From an optimization exercise on the open Yosys and OpenROAD flow, aimed at small area and a short achievable clock period; shortcuts taken in it are not production practice.
In this exercise RTL edits were held to simulation tests only and were not proved equivalent to the original.
Power is estimated from default activity; no workload was simulated.

==> 10-20: inputs <==
Design bs4_encode, start of the top module:
module bs4_encode (
    input  wire          clk,
    input  wire          rst,
    input  wire          in_valid,
    input  wire [1:0]    mode,
    input  wire [1023:0] x,
    input  wire [511:0]  rnd,
    output reg           out_valid,
    output reg  [7:0]    scale,
    output reg  [127:0]  codes
);
Settings: LEC_CHECK=0, ABC_AREA=1, CAP_MARGIN=20, CORE_MARGIN=2, CORE_UTILIZATION=20, PLACE_DENSITY=0.6, SLEW_MARGIN=20; clock period 50.0 ns.
standard.sh (not shown) runs the stock make flow with config.mk's settings and CLKGATE_MAP_FILE= SYNTH_SCRIPT=/design/flow/synth_recipe.tcl, a recipe that flattens the netlist after the stock synthesis.
==> flow/flow/run.sh <==
#!/bin/bash
# Own layout flow:
#  1. the standard synthesis (standard.sh synth), unchanged;
#  2. the combinational logic of that netlist re-mapped by Yosys/ABC with
#     flow/remap.abc (the flip-flops are kept as they are, by name and cell);
#  3. the standard ORFS layout from that netlist, with the port buffers
#     made of the plain buf_1 cell.
# Each tool writes its full output to a log file in this folder.
set -euo pipefail
# repair_timing aims for this much setup slack (a period of about 11.8 ns)
MARGIN=38.2
R=orfs/results/${FLOW_PLATFORM}/bs4_encode/base
LIB=${FLOW_HOME}/platforms/${FLOW_PLATFORM}/lib/sky130_fd_sc_hd__tt_025C_1v80.lib

bash standard.sh synth > flow_synth.log 2>&1

python3 flow/gencells.py "$LIB" cells_model.v > flow_gencells.log 2>&1
DU=$(grep -A40 "DONT_USE_CELLS" ${FLOW_HOME}/platforms/${FLOW_PLATFORM}/config.mk | grep -o "sky130_fd_sc_hd__[a-z0-9_]*" | sed 's/^/-dont_use /' | tr '\n' ' ')
cp $R/1_2_yosys.v synth_standard.v
cat > remap.ys <<EOS
read_verilog cells_model.v
read_verilog synth_standard.v
hierarchy -top ${FLOW_TOP}
flatten
opt_clean -purge
techmap
opt -fast
abc -liberty $LIB $DU -script flow/remap.abc
opt_clean -purge
hilomap -singleton -hicell sky130_fd_sc_hd__conb_1 HI -locell sky130_fd_sc_hd__conb_1 LO
splitnets
opt_clean -purge
insbuf -buf sky130_fd_sc_hd__buf_4 A X
check
stat -liberty $LIB
write_verilog -noattr -nohex -nodec synth_remapped.v
EOS
yosys -s remap.ys > flow_remap.log 2>&1
cp synth_remapped.v $R/1_2_yosys.v
rm -f $R/1_synth.odb $R/1_synth.sdc

bash standard.sh 'BUFFER_PORTS_ARGS=-buffer_cell sky130_fd_sc_hd__buf_1' "SETUP_SLACK_MARGIN=${MARGIN}" finish > flow_layout.log 2>&1
==> flow/flow/remap.abc <==
strash
dch
map -D 5000 -B 0.9
topo
stime -c
buffer -c
upsize -c -D 5000
dnsize -c -D 5000
Other scripts of this flow, unchanged in this note and not shown: flow/flow/gencells.py
==> 01-21 (differences from 10-20) <==
--- a/flow/design.v
+++ b/flow/design.v
@@ -39,20 +39,21 @@
             assign nf_l[i] = &xq[32*i+23 +: 8];
             assign gt_l[i] = xq[32*i+22] & (|xq[32*i +: 22]);
             assign eh[i]   = xq[32*i+27 +: 4];
             assign el[i]   = xq[32*i+23 +: 4];
         end
     endgenerate
-    wire [15:1] th_h;
+    reg  [15:1] th_h;
     generate
         for (b = 1; b < 16; b = b + 1) begin : g_th
             wire [31:0] c;
             for (i = 0; i < 32; i = i + 1) begin : g_e
-                assign c[i] = (eh[i] >= b);
+                assign c[i] = (x[32*i+27 +: 4] >= b);
             end
-            assign th_h[b] = |c;
+            always @(posedge clk)
+                th_h[b] <= |c;
         end
     endgenerate
     wire [3:0] k_h = {th_h[8],
                       th_h[12] | (th_h[4] & ~th_h[8]),
                       th_h[14] | (th_h[10] & ~th_h[12]) | (th_h[6] & ~th_h[8]) | (th_h[2] & ~th_h[4]),
                       th_h[15] | (th_h[13] & ~th_h[14]) | (th_h[11] & ~th_h[12]) | (th_h[9] & ~th_h[10]) |
@@ -83,48 +84,31 @@
         for (i = 0; i < 32; i = i + 1) begin : g_g
             assign g_c[i] = sel_h[i] & (el[i] == k_l) & gt_l[i];
         end
     endgenerate
     wire [8:0] kmax = {k_h, k_l, |g_c};
     wire any_nf = |nf_l;
-    wire [7:0] e_m = kmax[8:1];
-    wire [7:0] kinc;
-    generate
-        for (b = 0; b < 8; b = b + 1) begin : g_inc
-            if (b == 0) begin : g0
-                assign kinc[0] = e_m[0] ^ kmax[0];
-            end else begin : gb
-                assign kinc[b] = e_m[b] ^ (kmax[0] & (&e_m[b-1:0]));
-            end
-        end
-    endgenerate
-    wire       k_lo = ~|kinc[7:1];                     
-    wire [7:0] kc   = {kinc[7:2], kinc[1] | k_lo, kinc[0] & ~k_lo};
-    wire [7:0] s_fin;
-    generate
-        for (b = 0; b < 8; b = b + 1) begin : g_dec
-            if (b < 1) begin : g0
-                assign s_fin[b] = kc[b];
-            end else if (b == 1) begin : g1
-                assign s_fin[1] = ~kc[1];
-            end else begin : gb
-                assign s_fin[b] = kc[b] ^ ~(|kc[b-1:1]);
-            end
-        end
-    endgenerate
-    wire [2:0] kc_hm1 = kc[7:5] - 3'd1;
+    wire [7:0] e_m  = kmax[8:1];
+    wire       e_lo = ~|e_m[7:1];                       
+    wire [7:0] ep   = e_lo ? 8'd2 : e_m;
+    wire       gp   = kmax[0] & ~e_lo;
+    wire [7:0] kc   = ep + {7'd0, gp};
+    wire [7:0] s_fin = kc - 8'd2;
+    wire [7:0] epp    = ep + 8'd1;
+    wire [2:0] epp_hm1 = epp[7:5] - 3'd1;
     wire [127:0] code_c;
     wire [1:0]   mode_e = any_nf ? 2'd1 : mode_r;    
     wire         m_sr   = (mode_e == 2'd2);
     wire         m_ne   = (mode_e[1] == mode_e[0]);  
     generate
         for (i = 0; i < 32; i = i + 1) begin : g_elm
             e2m1_round u_el (
                 .x    (xq[32*i +: 32]),
-                .kc   (kc),
-                .kc_hm1 (kc_hm1),
+                .epp  (epp),
+                .epp_hm1 (epp_hm1),
+                .gp   (gp),
                 .nf   (any_nf),
                 .r    (rnd_r[16*i +: 16]),
                 .m_sr (m_sr),
                 .m_ne (m_ne),
                 .code (code_c[4*i +: 4])
             );
@@ -138,38 +122,29 @@
         scale <= any_nf ? 8'hFF : s_fin;
         codes <= code_c;
     end
 endmodule
 module e2m1_round (
     input  wire [31:0] x,
-    input  wire [7:0]  kc,
-    input  wire [2:0]  kc_hm1,
+    input  wire [7:0]  epp,
+    input  wire [2:0]  epp_hm1,
+    input  wire        gp,
     input  wire        nf,
     input  wire [15:0] r,
     input  wire        m_sr,
     input  wire        m_ne,
     output wire [3:0]  code
 );
     wire        sx = x[31];
     wire [7:0]  ex = x[30:23];
     wire        h  = |ex;
     wire [23:0] w  = {h, x[22:0]};
     wire [7:0]  ee = {ex[7:1], ex[0] | ~h};       
-    wire [4:0]  dg = kc[4:0] & ~ee[4:0];
-    wire [4:0]  dp = kc[4:0] | ~ee[4:0];
-    wire [4:0]  dx = kc[4:0] ^ ~ee[4:0];
-    wire [5:0]  dc;
-    assign dc[0] = 1'b1;
-    assign dc[1] = dg[0] | dp[0];
-    assign dc[2] = dg[1] | (dp[1] & dg[0]) | (dp[1] & dp[0]);
-    assign dc[3] = dg[2] | (dp[2] & dg[1]) | (dp[2] & dp[1] & dg[0]) | (dp[2] & dp[1] & dp[0]);
-    assign dc[4] = dg[3] | (dp[3] & dg[2]) | (dp[3] & dp[2] & dg[1]) | (dp[3] & dp[2] & dp[1] & dg[0]) |
-                   (dp[3] & dp[2] & dp[1] & dp[0]);
-    assign dc[5] = dg[4] | (dp[4] & dc[4]);
-    wire [5:0]  lo   = {dc[5], dx ^ dc[4:0]};
-    wire        near = lo[5] ? (kc[7:5] == ee[7:5]) : (kc_hm1 == ee[7:5]);
+    wire [5:0]  s5   = {1'b0, epp[4:0]} + {1'b0, ~ee[4:0]} + {5'd0, gp};
+    wire        near = s5[5] ? (ee[7:5] == epp[7:5]) : (ee[7:5] == epp_hm1);
+    wire [5:0]  lo   = {1'b0, s5[4:0]};
     wire [4:0]  dl   = lo[4:0];
     wire        d0 = near & (dl == 5'd0);
     wire        d1 = near & (dl == 5'd1);
     wire        d2 = near & (dl == 5'd2);
     wire        d3 = near & (dl == 5'd3);
     wire        d4 = near & (dl == 5'd4);
@@ -177,24 +152,24 @@
     wire        ov = h & (dl[4:1] == 4'd0);
     wire [4:0]  sa = {dl[4:2], dl[1] | ov, dl[0] & ~ov};
     wire [19:0] win = big ? 20'd0 : (w[23:4] >> sa);
     wire [15:0] frac = win[15:0];
     wire [15:0] cg = frac & r;
     wire [15:0] cp = frac | r;
-    wire [3:0]  gg, gp;
+    wire [3:0]  gg, gq;
     genvar q;
     generate
         for (q = 0; q < 4; q = q + 1) begin : g_grp
             assign gg[q] = cg[4*q+3] | (cp[4*q+3] & cg[4*q+2]) |
                            (cp[4*q+3] & cp[4*q+2] & cg[4*q+1]) |
                            (cp[4*q+3] & cp[4*q+2] & cp[4*q+1] & cg[4*q]);
-            assign gp[q] = &cp[4*q +: 4];
+            assign gq[q] = &cp[4*q +: 4];
         end
     endgenerate
-    wire sr_up = gg[3] | (gp[3] & gg[2]) | (gp[3] & gp[2] & gg[1]) |
-                 (gp[3] & gp[2] & gp[1] & gg[0]);
+    wire sr_up = gg[3] | (gq[3] & gg[2]) | (gq[3] & gq[2] & gg[1]) |
+                 (gq[3] & gq[2] & gq[1] & gg[0]);
     wire o19 = |w[19:0];
     wire o20 = o19 | w[20];
     wire o21 = o20 | w[21];
     wire o22 = o21 | w[22];
     wire rne_up = h ? ( ((d0 | d1 | d2) & w[21] & (o20 | w[22])) |
                         (d3 & w[22]) |
--- a/flow/flow/run.sh
+++ b/flow/flow/run.sh
@@ -4,14 +4,14 @@
 #  2. the combinational logic of that netlist re-mapped by Yosys/ABC with
 #     flow/remap.abc (the flip-flops are kept as they are, by name and cell);
 #  3. the standard ORFS layout from that netlist, with the port buffers
 #     made of the plain buf_1 cell.
 # Each tool writes its full output to a log file in this folder.
 set -euo pipefail
-# repair_timing aims for this much setup slack (a period of about 11.8 ns)
-MARGIN=38.2
+# repair_timing aims for this much setup slack (a period of about 11.2 ns)
+MARGIN=38.8
 R=orfs/results/${FLOW_PLATFORM}/bs4_encode/base
 LIB=${FLOW_HOME}/platforms/${FLOW_PLATFORM}/lib/sky130_fd_sc_hd__tt_025C_1v80.lib
 
 bash standard.sh synth > flow_synth.log 2>&1
 
 python3 flow/gencells.py "$LIB" cells_model.v > flow_gencells.log 2>&1
@@ -36,7 +36,7 @@
 write_verilog -noattr -nohex -nodec synth_remapped.v
 EOS
 yosys -s remap.ys > flow_remap.log 2>&1
 cp synth_remapped.v $R/1_2_yosys.v
 rm -f $R/1_synth.odb $R/1_synth.sdc
 
-bash standard.sh 'BUFFER_PORTS_ARGS=-buffer_cell sky130_fd_sc_hd__buf_1' "SETUP_SLACK_MARGIN=${MARGIN}" finish > flow_layout.log 2>&1
+bash standard.sh 'BUFFER_PORTS_ARGS=-buffer_cell sky130_fd_sc_hd__buf_1' 'PLACE_PINS_ARGS=-min_distance 1 -min_distance_in_tracks' "SETUP_SLACK_MARGIN=${MARGIN}" finish > flow_layout.log 2>&1
==> flow/flow/remap.abc (replaced) <==
strash
&get -n
&st
&dch
&nf -D 8000 -R 1000
&put
topo
buffer -c
upsize -c -D 8000
dnsize -c -D 8000
- CAP_MARGIN: 20 -> 30
- CORE_AREA: not set -> 2 2 458 458
- CORE_MARGIN: 2 -> not set
- CORE_UTILIZATION: 20 -> not set
- CTS_CLUSTER_DIAMETER: not set -> 80
- CTS_CLUSTER_SIZE: not set -> 22
- DIE_AREA: not set -> 0 0 460 460
==> summary.txt <==
| item | 10-20 | 01-21 |
|---|---|---|
| Status | no timing/DRC/antenna violations | no timing/DRC/antenna violations |
| Area of the die | 517000 µm² | 212000 µm² |
| Area fraction of clock buffers and clock inverters | 5.67% | 2.92% |
| Inst Count DP | 25200 | 15200 |
| Sequential group power | 0.00141 W | 0.00142 W |
| Final std cell area, no fill | 126000 µm² | 111000 µm² |
| Cell internal power dissipation | 0.00381 W | 0.00451 W |
| Via count | 127000 | 104000 |
| Mean post-synth cell area | 5.96 µm² | 8.13 µm² |
| Area of the placeable core | 509000 µm² | 207000 µm² |
| Total clock sinks | 1548 | 1563 |
| Total number of tap cells | 6732 | 2704 |
| Antenna diode count | 200 | 114 |
| Final routed wire length divided by cell count | 27.9 µm | 31.8 µm |
| Total routed wirelength | 723 mm | 502 mm |
| Worst ir drop on vdd | 0.0000373 V | 0.0000567 V |

-- port drivers added, routing unchanged --
No port has a modelled driver above. Below, the same layouts with a new extraction and two added sets of constraints. Step 1 (the two cells are an assumption about what drives the block):
set clk [get_ports {clk}]
set_driving_cell -lib_cell sky130_fd_sc_hd__clkbuf_16 $clk
set_driving_cell -lib_cell sky130_fd_sc_hd__buf_2 [delete_from_list [all_inputs] $clk]
Step 2 times the ports against the registers' clock, not the clock port: input delays grow and output delays shrink by t, the midpoint of the rising clock arrivals with the driver on. Slacks: ideal ports / drivers / drivers and shift; pairs: ideal ports / drivers.
| run | shift t [ns] | setup WS [ns] | worst setup path after step 2 |
|---|---|---|---|
| 10-20 | 1.082 | 38.237 / 38.108 / 38.428 | register to register |
| 01-21 | 0.901 | 38.654 / 38.546 / 37.851 | input to register |
After both steps every run listed still meets setup and hold. For 01-21, which loses most, drivers alone change the setup slack by -0.108 ns; drivers and shift together by -0.803 ns.
